What follows belongs to an exercise in optimizing a design on an open flow for small area, a short achievable clock period and few clock cycles per item; a production flow would make more cautious choices. The RTL was checked by simulation tests, not by an equivalence proof against the original design.

Setup of before:
==> flow/design.v <==
module sx48_delta_engine (
    input  wire         clk,
    input  wire         rst,
    input  wire         in_valid,
    output wire         in_ready,
    input  wire [127:0] in_old,
    input  wire [127:0] in_new,
    input  wire [4:0]   in_n,         
    input  wire [3:0]   in_k,         
    input  wire [2:0]   in_m,         
    input  wire [3:0]   in_member,    
    input  wire [23:0]  in_unit,      
    output wire         out_valid,
    input  wire         out_ready,
    output wire         out_last,
    output wire [511:0] out_delta,    
    output wire [27:0]  out_stripe,
    output wire [3:0]   out_pos,
    output wire [15:0]  out_holder,   
    output wire [103:0] out_punit     
);
    reg        v0, v1, v2, v3;        
    reg        rdy;                   
    reg        f1, f2, f3;            
    reg  [1:0] ibeat;                 
    reg  [1:0] obeat;                 
    wire accept  = in_valid & ~v3;
    wire ifirst  = (ibeat == 2'd0);
    wire r0_load = ~v0 | out_ready;   
    wire r1_load = ~v1 | r0_load;
    wire r2_load = ~v2 | r1_load;
    wire r3_load = ~v3 | r2_load;
    assign in_ready  = rdy;
    assign out_valid = v0;
    assign out_last  = (obeat == 2'd3);
    always @(posedge clk) begin
        if (rst) begin
            v0    <= 1'b0;
            v1    <= 1'b0;
            v2    <= 1'b0;
            v3    <= 1'b0;
            rdy   <= 1'b1;
            ibeat <= 2'd0;
            obeat <= 2'd0;
        end else begin
            if (r0_load)
                v0 <= v1;
            if (r1_load)
                v1 <= v2;
            v2 <= r2_load ? (v3 | accept) : 1'b1;
            v3 <= ~r2_load & (v3 | accept);
            rdy <= r2_load | ~(v3 | accept);
            if (accept)
                ibeat <= ibeat + 2'd1;
            if (v0 & out_ready)
                obeat <= obeat + 2'd1;
        end
    end
    always @(posedge clk) begin
        if (r1_load)
            f1 <= f2;
        if (r2_load)
            f2 <= v3 ? f3 : ifirst;
        if (r3_load)
            f3 <= ifirst;
    end
    wire [127:0] din = in_old ^ in_new;
    reg  [127:0] r1, r2, r3;
    reg  [511:0] r0;                  
    always @(posedge clk) begin
        if (r0_load)
            r0 <= scaled;
        if (r1_load)
            r1 <= r2;
        if (r2_load)
            r2 <= v3 ? r3 : din;
        if (r3_load)
            r3 <= din;
    end
    reg [23:0] hdr_u;
    reg [3:0]  hdr_k;
    reg [4:0]  hdr_n;
    reg [2:0]  hdr_m;
    reg [3:0]  hdr_i;
    always @(posedge clk) begin
        if (ifirst) begin
            hdr_u <= in_unit;
            hdr_k <= in_k;
            hdr_n <= in_n;
            hdr_m <= in_m;
            hdr_i <= in_member;
        end
    end
    task automatic div4(input [3:0] r, input [1:0] b, input [3:0] k,
                        output [1:0] d, output [3:0] rn);
        reg [5:0] t, k1, k2, k3;
        reg c1, c2, c3;
        begin
            t  = {r, b};
            k1 = {2'd0, k};
            k2 = {1'b0, k, 1'b0};
            k3 = k1 + k2;
            c1 = t >= k1;
            c2 = t >= k2;
            c3 = t >= k3;
            d  = {c2, c3 | (c1 & ~c2)};
            rn = c2 ? (c3 ? t - k3 : t - k2) : (c1 ? t - k1 : t);
        end
    endtask
    reg  [15:0] da_q;
    reg  [3:0]  da_r;
    integer st;
    always @(*) begin
        da_r = 4'd0;
        for (st = 11; st >= 4; st = st - 1)
            div4(da_r, hdr_u[2*st +: 2], hdr_k, da_q[2*st-8 +: 2], da_r);
    end
    reg [15:0] mid_q;
    reg [3:0]  mid_r;
    reg [7:0]  mid_u;
    reg [3:0]  mid_k;
    reg [4:0]  mid_n;
    reg [2:0]  mid_m;
    reg [3:0]  mid_i;
    always @(posedge clk) begin
        if (r1_load & v2 & f2) begin
            mid_q <= da_q;
            mid_r <= da_r;
            mid_u <= hdr_u[7:0];
            mid_k <= hdr_k;
            mid_n <= hdr_n;
            mid_m <= hdr_m;
            mid_i <= hdr_i;
        end
    end
    reg  [7:0]  db_q;
    reg  [3:0]  pl_j;
    always @(*) begin
        pl_j = mid_r;
        for (st = 3; st >= 0; st = st - 1)
            div4(pl_j, mid_u[2*st +: 2], mid_k, db_q[2*st +: 2], pl_j);
    end
    wire [23:0] pl_q  = {mid_q, db_q};
    wire [4:0]  pl_d  = {1'b0, mid_i} - {1'b0, pl_j};
    wire [4:0]  pl_b  = pl_d[4] ? pl_d + mid_n : pl_d;
    wire [27:0] pl_s  = pl_q * mid_n + pl_b;
    wire [25:0] pl_q3 = {2'd0, pl_q} + {1'b0, pl_q, 1'b0};
    wire [25:0] pl_qm = mid_m[2]        ? {pl_q, 2'b00} :
                        mid_m[1:0] == 2'd3 ? pl_q3 :
                        mid_m[1]        ? {1'b0, pl_q, 1'b0} : {2'd0, pl_q};
    reg  [3:0]  pl_h [0:3];
    reg  [5:0]  pl_t;
    integer p;
    always @(*) begin
        for (p = 0; p < 4; p = p + 1) begin
            pl_t = pl_b + mid_k + p;
            pl_h[p] = (pl_t >= mid_n) ? pl_t - mid_n : pl_t;
        end
    end
    wire [3:1]   pl_e  = {mid_m > 3'd3, mid_m > 3'd2, mid_m > 3'd1};
    wire [103:0] pl_pu = {pl_e[3] ? {pl_qm[25:2], 2'd3} : 26'd0,
                          pl_e[2] ? pl_qm + 26'd2 : 26'd0,
                          pl_e[1] ? pl_qm + 26'd1 : 26'd0,
                          pl_qm};
    reg [27:0] res_s;
    reg [3:0]  res_j;
    reg [15:0] res_h;
    reg [103:0] res_pu;
    always @(posedge clk) begin
        if (r0_load & v1 & f1) begin
            res_s  <= pl_s;
            res_j  <= pl_j;
            res_pu <= pl_pu;
            res_h  <= {mid_m > 3'd3 ? pl_h[3] : 4'd0,
                       mid_m > 3'd2 ? pl_h[2] : 4'd0,
                       mid_m > 3'd1 ? pl_h[1] : 4'd0,
                       pl_h[0]};
        end
    end
    assign out_stripe = res_s;
    assign out_pos    = res_j;
    assign out_holder = res_h;
    assign out_punit  = res_pu;
    reg  [13:0]  pl_jh;               
    always @(*)
        for (p = 0; p < 14; p = p + 1)
            pl_jh[p] = (pl_j == p);
    wire [383:0] sel;                 
    sx48_gf_sel u_sel (.jh(pl_jh), .e(pl_e), .sel(sel));
    wire [511:0] scaled;
    assign scaled[127:0] = r1;
    wire [63:0] pxor;
    sx48_pair_xor u_pxor (.d(r1), .x(pxor));
    genvar gp, gc, gr, gh;
    generate
        for (gp = 1; gp < 4; gp = gp + 1) begin : lane
            for (gc = 0; gc < 16; gc = gc + 1) begin : byte_
                wire [7:0] d = r1[8*gc +: 8];
                wire [3:0] dx = pxor[4*gc +: 4];
                for (gr = 0; gr < 8; gr = gr + 1) begin : bit_
                    wire [3:0] term;
                    for (gh = 0; gh < 4; gh = gh + 1) begin : pair
                        wire [2:0] s = sel[96*gp + 12*gr + 3*gh +: 3];
                        assign term[gh] = (s[0] & d[2*gh])
                                        | (s[1] & d[2*gh+1])
                                        | (s[2] & dx[gh]);
                    end
                    assign scaled[128*gp + 8*gc + gr] = ^term;
                end
            end
        end
    endgenerate
    assign out_delta = r0;
endmodule
module sx48_gf_sel (
    input  wire [13:0]  jh,
    input  wire [3:1]   e,
    output wire [383:0] sel
);
    localparam [64*42-1:0] MATS = {
        64'h5a2d964b7f6568b4,  
        64'hc763b158ebb21e8f,  
        64'h8241a0502a170904,  
        64'h178b452206945d2e,  
        64'h379bcde6c4d5dd6e,  
        64'hd5eaf5faa80155aa,  
        64'h8743a1d06f301f0f,  
        64'hedf67bbdb3b4b7db,  
        64'h7ebf5f2fe90afbfd,  
        64'h1d0e07039cd3743a,  
        64'h83c1e0703b1e0c06,  
        64'h7f3f1f0ff803feff,  
        64'h81c06030190d0703,  
        64'h5badd66b6e6c6db6,  
        64'hbd5eafd75696f67b,  
        64'hc964b2d925db2492,  
        64'hf2f9fcfe0d74c8e4,  
        64'h7ebf5f2fe90afbfd,  
        64'h4c26934968f83098,  
        64'hedf67bbdb3b4b7db,  
        64'ha4d2e9749e6b9148,  
        64'h8241a0502a170904,  
        64'hf47a3d1e7b49d0e8,  
        64'hd5eaf5faa80155aa,  
        64'h2a95cae55806a954,  
        64'h81c06030190d0703,  
        64'h361b8dc6d5dcd86c,  
        64'h7f3f1f0ff803feff,  
        64'h8b452211834a2e17,  
        64'h6e379bcd88aabbdd,  
        64'h5a2d964b7f6568b4,  
        64'h198c46a3c8fd6733,  
        64'h7cbedf6fcb19f0f8,  
        64'h653299cc03e497cb,  
        64'h2b158ac5490fac56,  
        64'h69341a0def9ea6d3,  
        64'h854221904d23140a,  
        64'hc964b2d925db2492,  
        64'h7ebf5f2fe90afbfd,  
        64'hedf67bbdb3b4b7db,  
        64'h8241a0502a170904,  
        64'hd5eaf5faa80155aa   
    };
    assign sel[95:0] = 96'd0;
    genvar gp, gr, gh;
    generate
        for (gp = 1; gp < 4; gp = gp + 1) begin : lane
            for (gr = 0; gr < 8; gr = gr + 1) begin : bit_
                for (gh = 0; gh < 4; gh = gh + 1) begin : pair
                    reg [2:0] s;
                    integer jj;
                    always @(*) begin
                        s = 3'd0;
                        for (jj = 0; jj < 14; jj = jj + 1)
                            if (jh[jj])
                                s = s | {MATS[64*(14*(gp-1) + jj) + 8*gr + 2*gh] & MATS[64*(14*(gp-1) + jj) + 8*gr + 2*gh + 1],
                                         ~MATS[64*(14*(gp-1) + jj) + 8*gr + 2*gh] & MATS[64*(14*(gp-1) + jj) + 8*gr + 2*gh + 1],
                                         MATS[64*(14*(gp-1) + jj) + 8*gr + 2*gh] & ~MATS[64*(14*(gp-1) + jj) + 8*gr + 2*gh + 1]};
                    end
                    assign sel[96*gp + 12*gr + 3*gh +: 3] = e[gp] ? s : 3'd0;
                end
            end
        end
    endgenerate
endmodule
module sx48_pair_xor (
    input  wire [127:0] d,
    output wire [63:0]  x
);
    genvar g;
    generate
        for (g = 0; g < 64; g = g + 1) begin : pair
            assign x[g] = d[2*g] ^ d[2*g+1];
        end
    endgenerate
endmodule
clock: 90.0 ns
lec_check: 0
cap_margin: 10
core_margin: 4
core_utilization: 35
place_density: 0.4
slew_margin: 10
synth_hierarchical: 1
synth_minimum_keep_size: 0
standard.sh (not shown) runs the stock make flow with config.mk's settings and CLKGATE_MAP_FILE= SYNTH_SCRIPT=/design/flow/synth_recipe.tcl, a recipe that flattens the netlist after the stock synthesis.
==> flow/flow/run.sh <==
#!/bin/bash
# Layout flow: the standard layout (standard.sh, unchanged synthesis) with
# these changes in how the layout is made:
#  - the port buffers are sky130_fd_sc_hd__buf_2 cells (BUFFER_PORTS_ARGS);
#  - the pins keep at least 3 routing tracks apart (PLACE_PINS_ARGS), which
#    eases routing next to the die edges;
#  - global routing reserves more of met1 and met2 for pin access
#    (flow/fastroute.tcl in place of the platform's), which eases detailed
#    routing;
#  - clock tree synthesis clusters up to 20 flip-flops within 80 um on each
#    leaf buffer (CTS_ARGS), for a smaller tree of the same cells;
#  - timing repair aims for a setup slack margin of 70.35 ns at the design's
#    90 ns clock, so it builds the buffer trees of the high-fanout enables
#    for speed rather than only for slew.
# The constraints (constraint.sdc) and the clock period are the design's.
# make's full output goes to flow_make.log here; ORFS writes each step's log
# under orfs/logs/.
set -euo pipefail
here=$(pwd)
bash standard.sh \
  SETUP_SLACK_MARGIN=70.35 \
  "BUFFER_PORTS_ARGS=-buffer_cell sky130_fd_sc_hd__buf_2" \
  "PLACE_PINS_ARGS=-min_distance 3 -min_distance_in_tracks" \
  "FASTROUTE_TCL=$here/flow/fastroute.tcl" \
  "CTS_ARGS=-sink_clustering_enable -repair_clock_nets -sink_clustering_size 20 -sink_clustering_max_diameter 80 -buf_list sky130_fd_sc_hd__clkbuf_16" \
  finish > flow_make.log 2>&1
==> flow/flow/fastroute.tcl <==
# Global routing: reserve more of met1 and met2 for pin access, so the
# global router sends more of the wiring to the upper layers.
set_global_routing_layer_adjustment met1 0.45
set_global_routing_layer_adjustment met2 0.35
set_global_routing_layer_adjustment met3-$::env(MAX_ROUTING_LAYER) 0.2

set_routing_layers -clock $::env(MIN_CLK_ROUTING_LAYER)-$::env(MAX_ROUTING_LAYER)
set_routing_layers -signal $::env(MIN_ROUTING_LAYER)-$::env(MAX_ROUTING_LAYER)
What the final checks of before revealed, after a flow that finished every stage, was a layout that fails on capacitance limit, slew limit.
Testbench counts of before, summed over its fixed seeds: cycles 9,624, lines 2,400.
The inputs of after differ from those of before as listed below.
- CAP_MARGIN now 20, was 10
- SLEW_MARGIN now 20, was 10
[summary]
- Apart from before, each of after and before ends the flow with a layout that passes the timing, design-rule and antenna checks.
- Every stage of before finished as expected; the final checks, on the other hand, flagged capacitance limit, slew limit, which means the layout fails.
- Going from before to after, wire length grew slightly.
- Critical path depth (lower): after
- Arrival time reported for the critical path endpoint ended up 0.13 ns lower on after than on before.
- Initial core utilization came out exactly the same in after and before.
- Status: via count parity (after, before)
- Compared with before, in after met1 track utilization from global routing lower; post-layout minimum cycle time lower.

[port drivers added, routing unchanged]
No port has a modelled driver above. Below, the same layouts with a new extraction and two added sets of constraints. Step 1 (the two cells are an assumption about what drives the block):
set clk [get_ports {clk}]
set_driving_cell -lib_cell sky130_fd_sc_hd__clkbuf_16 $clk
set_driving_cell -lib_cell sky130_fd_sc_hd__buf_2 [delete_from_list [all_inputs] $clk]
Step 2 times the ports against the registers' clock, not the clock port: input delays grow and output delays shrink by t, the midpoint of the rising clock arrivals with the driver on. a / b / c = ideal / step 1 / step 2; a / b = the first two.
run | t (ns) | setup slack, ns | worst setup path at the end
before | 0.848 | 70.354 / 70.316 / 69.584 | input to register
after | 0.843 | 70.360 / 70.356 / 69.597 | input to register
For before, which loses most, drivers alone change the setup slack by -0.038 ns; drivers and shift together by -0.770 ns.
